Background: an optimization exercise with open tools, aiming at small area and a short achievable clock period. Do not read the settings as production practice.
The RTL was checked by simulation tests, not by an equivalence proof against the original design.
Power and IR drop assume default switching activity.

== run 1 ==
==> flow/design.v <==
module elem_combine (
    input  wire        clk,
    input  wire        rst,         
    input  wire        in_valid,
    input  wire [1:0]  in_op,       
    input  wire [2:0]  in_type,     
    input  wire [31:0] in_a,        
    input  wire [31:0] in_x,        
    output reg         out_valid,
    output reg  [31:0] out_res,
    output reg         out_nan,     
    output reg         out_ovf,     
    output reg         out_bad      
);
    reg        v0;
    reg [1:0]  op0;
    reg [2:0]  t0;
    reg [31:0] ra0, rx0;
    always @(posedge clk) begin
        if (rst) v0 <= 1'b0;
        else     v0 <= in_valid;
        op0 <= in_op;
        t0  <= in_type;
        ra0 <= in_a;
        rx0 <= in_x;
    end
    wire t_fp32 = (t0 == 3'd1);
    wire t_bf16 = (t0 == 3'd2);
    wire h0     = (t0 == 3'd3);
    wire t_int8 = (t0 == 3'd4);
    wire i32_0  = (t0 == 3'd5);
    wire f8_0   = (t0 == 3'd0) | t_int8;
    wire t_32   = t_fp32 | i32_0;
    wire fp0    = t_fp32 | t_bf16 | h0;
    wire bf0    = t_bf16;
    wire f16_0  = t_bf16 | h0;
    wire o_wr = (op0 == 2'd1);
    wire add0 = (op0 == 2'd2);
    wire max0 = (op0 == 2'd3);
    wire ok0  = (o_wr & (f8_0 | t_32 | f16_0)) | (add0 & (fp0 | i32_0)) |
                (max0 & (fp0 | t_int8 | i32_0));
    function automatic [31:0] unpack;     
        input [31:0] v;
        input        t8, t32, tbf, th;
        begin
            unpack = ({32{t32}} & v) |
                     ({32{tbf}} & {v[15:0], 16'h0}) |
                     ({32{th}}  & {v[15], 3'b000, v[14:0], 13'h0}) |
                     ({32{t8}}  & {v[7:0], 24'h0});
        end
    endfunction
    wire [31:0] a0 = unpack(ra0, f8_0, t_32, t_bf16, h0);
    wire [31:0] x0 = unpack(rx0, f8_0, t_32, t_bf16, h0);
    wire sa = a0[31];
    wire sx = x0[31];
    wire ge;
    ec_add #(31) u_cmp (.a(a0[30:0]), .b(~x0[30:0]), .ci(1'b1), .s(), .co(ge));
    wire max_a = (sa ^ sx) ? sx : ((fp0 & sa) ? ~ge : ge);
    wire sel_a = add0 ? ge : (max0 & max_a);
    wire [31:0] L = sel_a ? a0 : x0;
    wire [31:0] S = sel_a ? x0 : a0;
    wire a_emax = h0 ? (&a0[27:23]) : (&a0[30:23]);
    wire x_emax = h0 ? (&x0[27:23]) : (&x0[30:23]);
    wire a_fnz  = |a0[22:0];
    wire x_fnz  = |x0[22:0];
    wire a_nan  = a_emax & a_fnz;
    wire x_nan  = x_emax & x_fnz;
    wire any_inf = (a_emax & ~a_fnz) | (x_emax & ~x_fnz);
    wire add_nan = a_nan | x_nan | (a_emax & x_emax & (sa ^ sx));
    wire r_nan  = ok0 & fp0 & ((add0 & add_nan) | (max0 & (a_nan | x_nan)));
    wire r_fadd = ok0 & fp0 & add0 & ~add_nan & ~any_inf;
    wire [31:0] isum;
    ec_add #(32) u_iadd (.a(ra0), .b(rx0), .ci(1'b0), .s(isum), .co());
    wire [31:0] Lr = (add0 & i32_0) ? isum : L;
    wire        ha = |a0[30:23];
    wire        hx = |x0[30:23];
    wire [7:0]  ea = {a0[30:24], a0[23] | ~ha};
    wire [7:0]  ex = {x0[30:24], x0[23] | ~hx};
    wire [7:0]  d_ax, d_xa;
    ec_add #(8) u_dax (.a(ea), .b(~ex), .ci(1'b1), .s(d_ax), .co());
    ec_add #(8) u_dxa (.a(ex), .b(~ea), .ci(1'b1), .s(d_xa), .co());
    wire [7:0]  d  = sel_a ? d_ax : d_xa;
    wire [23:0] ms = {sel_a ? hx : ha, S[22:0]};
    wire        zsign = ~(|a0[30:0]) & ~(|x0[30:0]) & sa & sx;
    reg        v1;
    reg [31:0] L1;
    reg [23:0] ms1;
    reg [4:0]  d1;
    reg        big1;
    reg        sub1, nan1, bad1, fadd1, zs1, h1, bf1, f8_1, f16_1;
    always @(posedge clk) begin
        if (rst) v1 <= 1'b0;
        else     v1 <= v0;
        L1    <= Lr;
        ms1   <= ms;
        d1    <= d[4:0];
        big1  <= |d[7:5];
        sub1  <= sa ^ sx;
        nan1  <= r_nan;
        bad1  <= ~ok0;
        fadd1 <= r_fadd;
        zs1   <= zsign;
        h1    <= h0;
        bf1   <= bf0;
        f8_1  <= f8_0;
        f16_1 <= f16_0;
    end
    wire [26:0] sh0 = {ms1, 3'b000};
    wire [26:0] sh1 = d1[0] ? {1'b0,  sh0[26:1]} : sh0;
    wire        st1 = d1[0] & sh0[0];
    wire [26:0] sh2 = d1[1] ? {2'b0,  sh1[26:2]} : sh1;
    wire        st2 = st1 | (d1[1] & (|sh1[1:0]));
    wire [26:0] sh3 = d1[2] ? {4'b0,  sh2[26:4]} : sh2;
    wire        st3 = st2 | (d1[2] & (|sh2[3:0]));
    wire [26:0] sh4 = d1[3] ? {8'b0,  sh3[26:8]} : sh3;
    wire        st4 = st3 | (d1[3] & (|sh3[7:0]));
    wire [26:0] sh5 = d1[4] ? {16'b0, sh4[26:16]} : sh4;
    wire        st5 = st4 | (d1[4] & (|sh4[15:0]));
    wire [26:0] als1 = big1 ? {26'b0, |ms1} : {sh5[26:1], sh5[0] | st5};
    wire        hl = |L1[30:23];
    wire [7:0]  el = {L1[30:24], L1[23] | ~hl};
    wire [23:0] ml = {hl, L1[22:0]};
    wire [27:0] sum;
    ec_add #(27) u_add (.a({ml, 3'b000}), .b(als1 ^ {27{sub1}}), .ci(sub1),
                        .s(sum[26:0]), .co(sum[27]));
    wire        cy = sum[27] & ~sub1;
    wire [26:0] lim_bit = (el < 8'd28) ? (27'h400_0000 >> (el - 8'd1)) : 27'h0;
    wire [26:0] lzin = sum[26:0] | lim_bit;
    reg  [4:0]  lz;
    integer k;
    always @(*) begin
        lz = 5'd0;
        for (k = 0; k < 27; k = k + 1)
            if (lzin[k]) lz = 5'd26 - k[4:0];
    end
    reg        v2;
    reg [31:0] L2;
    reg [27:0] sum2;
    reg [4:0]  lz2;
    reg        nan2, bad2, fadd2, zs2, h2, bf2, f8_2, f16_2;
    always @(posedge clk) begin
        if (rst) v2 <= 1'b0;
        else     v2 <= v1;
        L2    <= L1;
        sum2  <= {cy, sum[26:0]};
        lz2   <= lz;
        nan2  <= nan1;
        bad2  <= bad1;
        fadd2 <= fadd1;
        zs2   <= zs1;
        h2    <= h1;
        bf2   <= bf1;
        f8_2  <= f8_1;
        f16_2 <= f16_1;
    end
    wire [7:0]  e2 = {L2[30:24], L2[23] | ~(|L2[30:23])};
    wire        sl = L2[31];
    wire [26:0] nrm = sum2[27] ? {sum2[27:2], sum2[1] | sum2[0]} : (sum2[26:0] << lz2);
    wire [8:0]  e_n = sum2[27] ? {1'b0, e2} + 9'd1 : {1'b0, e2} - {4'b0, lz2};
    wire        hid = nrm[26];
    wire        zero_sum = ~(|sum2);
    wire        g_32 = nrm[2],  st_32 = |nrm[1:0],  l_32 = nrm[3];
    wire        g_16 = nrm[15], st_16 = |nrm[14:0], l_16 = nrm[16];
    wire        g_bf = nrm[18], st_bf = |nrm[17:0], l_bf = nrm[19];
    wire        rnd = h2  ? (g_16 & (st_16 | l_16)) :
                      bf2 ? (g_bf & (st_bf | l_bf)) :
                            (g_32 & (st_32 | l_32));
    wire [22:0] frac_t = h2  ? {nrm[25:16], 13'h0} :
                         bf2 ? {nrm[25:19], 16'h0} : nrm[25:3];
    wire [22:0] inc = h2  ? {9'h0, rnd, 13'h0} :
                      bf2 ? {6'h0, rnd, 16'h0} : {22'h0, rnd};
    wire [8:0]  ef = {e_n[8:1], e_n[0] & hid};
    wire [31:0] pk;
    ec_add #(32) u_rnd (.a({ef, frac_t}), .b({9'd0, inc}), .ci(1'b0), .s(pk), .co());
    wire        f_ones = h2 ? (&nrm[25:16]) : bf2 ? (&nrm[25:19]) : (&nrm[25:3]);
    wire        e_top  = h2 ? (ef[8:5] == 4'd0) & (&ef[4:1]) : ~ef[8] & (&ef[7:1]);
    wire        e_ge   = h2 ? (|ef[8:5]) | (&ef[4:0]) : ef[8] | (&ef[7:0]);
    wire        ovf    = e_ge | (e_top & ~ef[0] & f_ones & rnd);
    reg [31:0] ru;
    always @(*) begin
        if (bad2)
            ru = 32'h0;
        else if (nan2)
            ru = {1'b0, h2 ? 8'h1F : 8'hFF, 23'h40_0000};
        else if (fadd2) begin
            if (zero_sum)
                ru = {zs2, 31'h0};
            else if (ovf)
                ru = {sl, h2 ? 8'h1F : 8'hFF, 23'h0};
            else
                ru = {sl, pk[30:0]};
        end else
            ru = L2;
    end
    wire [31:0] res = f8_2  ? {24'h0, ru[31:24]} :
                      h2    ? {16'h0, ru[31], ru[27:13]} :
                      f16_2 ? {16'h0, ru[31:16]} : ru;
    wire        r_ovf = fadd2 & ~zero_sum & ovf;
    always @(posedge clk) begin
        if (rst) out_valid <= 1'b0;
        else     out_valid <= v2;
        out_res <= res;
        out_nan <= nan2;
        out_ovf <= r_ovf;
        out_bad <= bad2;
    end
endmodule
module ec_add #(parameter W = 8) (
    input  wire [W-1:0] a,
    input  wire [W-1:0] b,
    input  wire         ci,
    output wire [W-1:0] s,
    output wire         co
);
    reg [W:0] G, P, Gn, Pn;
    integer lv, i, j;
    always @(*) begin
        G = {a & b, ci};
        P = {a ^ b, 1'b0};
        for (lv = 0; (1 << lv) < W + 1; lv = lv + 1) begin
            Gn = G;
            Pn = P;
            for (i = 0; i < W + 1; i = i + 1)
                if ((i >> lv) & 1) begin
                    j = ((i >> lv) << lv) - 1;
                    Gn[i] = G[i] | (P[i] & G[j]);
                    Pn[i] = P[i] & P[j];
                end
            G = Gn;
            P = Pn;
        end
    end
    assign s  = a ^ b ^ G[W-1:0];
    assign co = G[W];
endmodule
export LEC_CHECK = 0
export ABC_AREA = 1
export CAP_MARGIN = 20
export CORE_MARGIN = 2
export CORE_UTILIZATION = 60
export CTS_CLUSTER_DIAMETER = 150
export CTS_CLUSTER_SIZE = 30
export PLACE_DENSITY = 0.7
export SLEW_MARGIN = 20
create_clock -name core_clock -period 25.0 [get_ports {clk}]
standard.sh (not shown) runs the stock make flow with config.mk's settings and CLKGATE_MAP_FILE= SYNTH_SCRIPT=/design/flow/synth_recipe.tcl, a recipe that flattens the netlist after the stock synthesis.
==> flow/flow/run.sh <==
#!/bin/bash
# Standard layout, with the resizer's setup repair aiming for a margin of
# slack so that it works on the stage paths, and port buffers of a fast type.
export SETUP_SLACK_MARGIN=19.1
export BUFFER_PORTS_ARGS="-buffer_cell sky130_fd_sc_hd__buf_4"
bash standard.sh > standard.log 2>&1
Run 1 completed end to end with timing, DRC and antenna clean.
For run 2, these inputs were changed with respect to run 1:
# run 1
export LEC_CHECK = 0
export ABC_AREA = 1
export CAP_MARGIN = 20
export CORE_MARGIN = 2
export CORE_UTILIZATION = 60
export CTS_CLUSTER_DIAMETER = 150
export CTS_CLUSTER_SIZE = 30
export PLACE_DENSITY = 0.7
export SLEW_MARGIN = 20
create_clock -name core_clock -period 25.0 [get_ports {clk}]
# run 2
export LEC_CHECK = 0
export ABC_AREA = 1
export CAP_MARGIN = 20
export CORE_MARGIN = 2
export CORE_UTILIZATION = 35
export PLACE_DENSITY = 0.5
export SLEW_MARGIN = 20
create_clock -name core_clock -period 25.0 [get_ports {clk}]
==> flow/run.sh (new file) <==
#!/bin/bash
# synth_recipe.tcl (not shown) runs the flow's synth.tcl, then flattens the netlist and writes it again
# the make line also repeats each setting of config.mk as NAME=value (left out here)
make -C /OpenROAD-flow-scripts/flow DESIGN_CONFIG=/design/flow/config.mk WORK_HOME=/design/flow/orfs CLKGATE_MAP_FILE= SYNTH_SCRIPT=/design/flow/synth_recipe.tcl finish
removed: flow/flow/run.sh
removed: flow/standard.sh
[summary]
Comparing run 1 against run 2, there is no change at all in synthesized cell count.
met3 usage in run 2 is 1.7 points lower than in run 1
Higher sequential fraction of design power goes to run 1 over run 2.
Summary: shortest period the worst path allows, run 2 worse than run 1
Looking at first element of the critical path, the out_res[11] result is from run 1; the out_res[26] one comes from run 2.
Global-route met1 utilization, run 2 and run 1: smaller value in run 2
First-pass GRT wire length deteriorates in run 2 relative to run 1.
Area occupied by registers sits lower in run 2 than in run 1.
From run 1 to run 2 the numbers moved as follows: number of global-route vias before repair saw an increase, final hold slack saw a decrease, total power consumption of the routed design saw an increase, via count saw a decrease.
--- input diff run 2..run 3 ---
==> flow/flow/run.sh (new file) <==
#!/bin/bash
# Standard layout, with the resizer's setup repair aiming for a margin of
# slack so that it works on the stage paths, and port buffers of a fast type.
export SETUP_SLACK_MARGIN=19.1
export BUFFER_PORTS_ARGS="-buffer_cell sky130_fd_sc_hd__buf_4"
bash standard.sh > standard.log 2>&1
==> flow/standard.sh (new file) <==
#!/bin/bash
# synth_recipe.tcl (not shown) runs the flow's synth.tcl, then flattens the netlist and writes it again
# the make line also repeats each setting of config.mk as NAME=value (left out here)
make -C /OpenROAD-flow-scripts/flow DESIGN_CONFIG=/design/flow/config.mk WORK_HOME=/design/flow/orfs CLKGATE_MAP_FILE= SYNTH_SCRIPT=/design/flow/synth_recipe.tcl "${@:-finish}"
removed: flow/run.sh
- From run 2 to run 3 the numbers moved as follows: final design instance area without fill was more or less identical, portion of the layout cell area used by non-clock buffers lower.
- Re worst-case clock buffer depth: no difference whatsoever between run 3 and run 2.
- Of the two values seen for timing endpoint of the critical path, out_res[14] was produced by run 3 and out_res[26] by run 2.
- Run 3 finished all stages; the layout is clean.
For run 4, these inputs were changed with respect to run 3:
# run 3
export LEC_CHECK = 0
export ABC_AREA = 1
export CAP_MARGIN = 20
export CORE_MARGIN = 2
export CORE_UTILIZATION = 35
export PLACE_DENSITY = 0.5
export SLEW_MARGIN = 20
create_clock -name core_clock -period 25.0 [get_ports {clk}]
# run 4
export LEC_CHECK = 0
export ABC_AREA = 1
export CAP_MARGIN = 20
export CORE_MARGIN = 2
export CORE_UTILIZATION = 60
export CTS_CLUSTER_SIZE = 40
export PLACE_DENSITY = 0.7
export SLEW_MARGIN = 20
create_clock -name core_clock -period 25.0 [get_ports {clk}]
### Flow results
Total length of routed met2 wires, run 4 vs run 3: down by more than 10%. Total iterations of the first detailed-routing run ends up higher on run 3. Run 4 vs. run 3: fraction of area in clock buffers and inverters lost 0.16 points, number of enable-type register cells in the synthesized netlist closely matched the old numbers, sequential share of layout area +0.58 points. Global-route wire length before repair: higher on run 3.

static timing again, ports no longer ideal:
The flow's constraints put no driver on any port. The routed layouts listed below were extracted and timed again, unchanged, in two steps.
Step 1: set_driving_cell puts a clkbuf_16 on clk and a buf_2 on each other input, an assumption about the parent block.
Step 2 adds t to the input delays and takes it off the output delays; t is the mean of the earliest and latest rising clock arrival at the registers after step 1. Input paths then give back, and output paths get back, about the clock's delay inside the block.
Three values: no drivers, after step 1, after step 2; two values: the first two.
run	shift t [ns]	slack for setup (ns)	worst hold slack (ns)	worst register clock-pin slew, ns	cell pins on the clock port's net
run 1	0.542	19.046 / 18.993 / 19.535	0.335 / 0.335 / 0.335	0.12 / 0.12	1
run 2	0.625	18.574 / 18.517 / 18.801	0.326 / 0.326 / 0.326	0.07 / 0.07	1
run 3	0.619	19.019 / 18.959 / 19.577	0.324 / 0.324 / 0.324	0.07 / 0.07	1
run 4	0.587	19.030 / 18.975 / 19.542	0.336 / 0.336 / 0.336	0.08 / 0.08	1
After both steps every run listed still meets setup and hold.
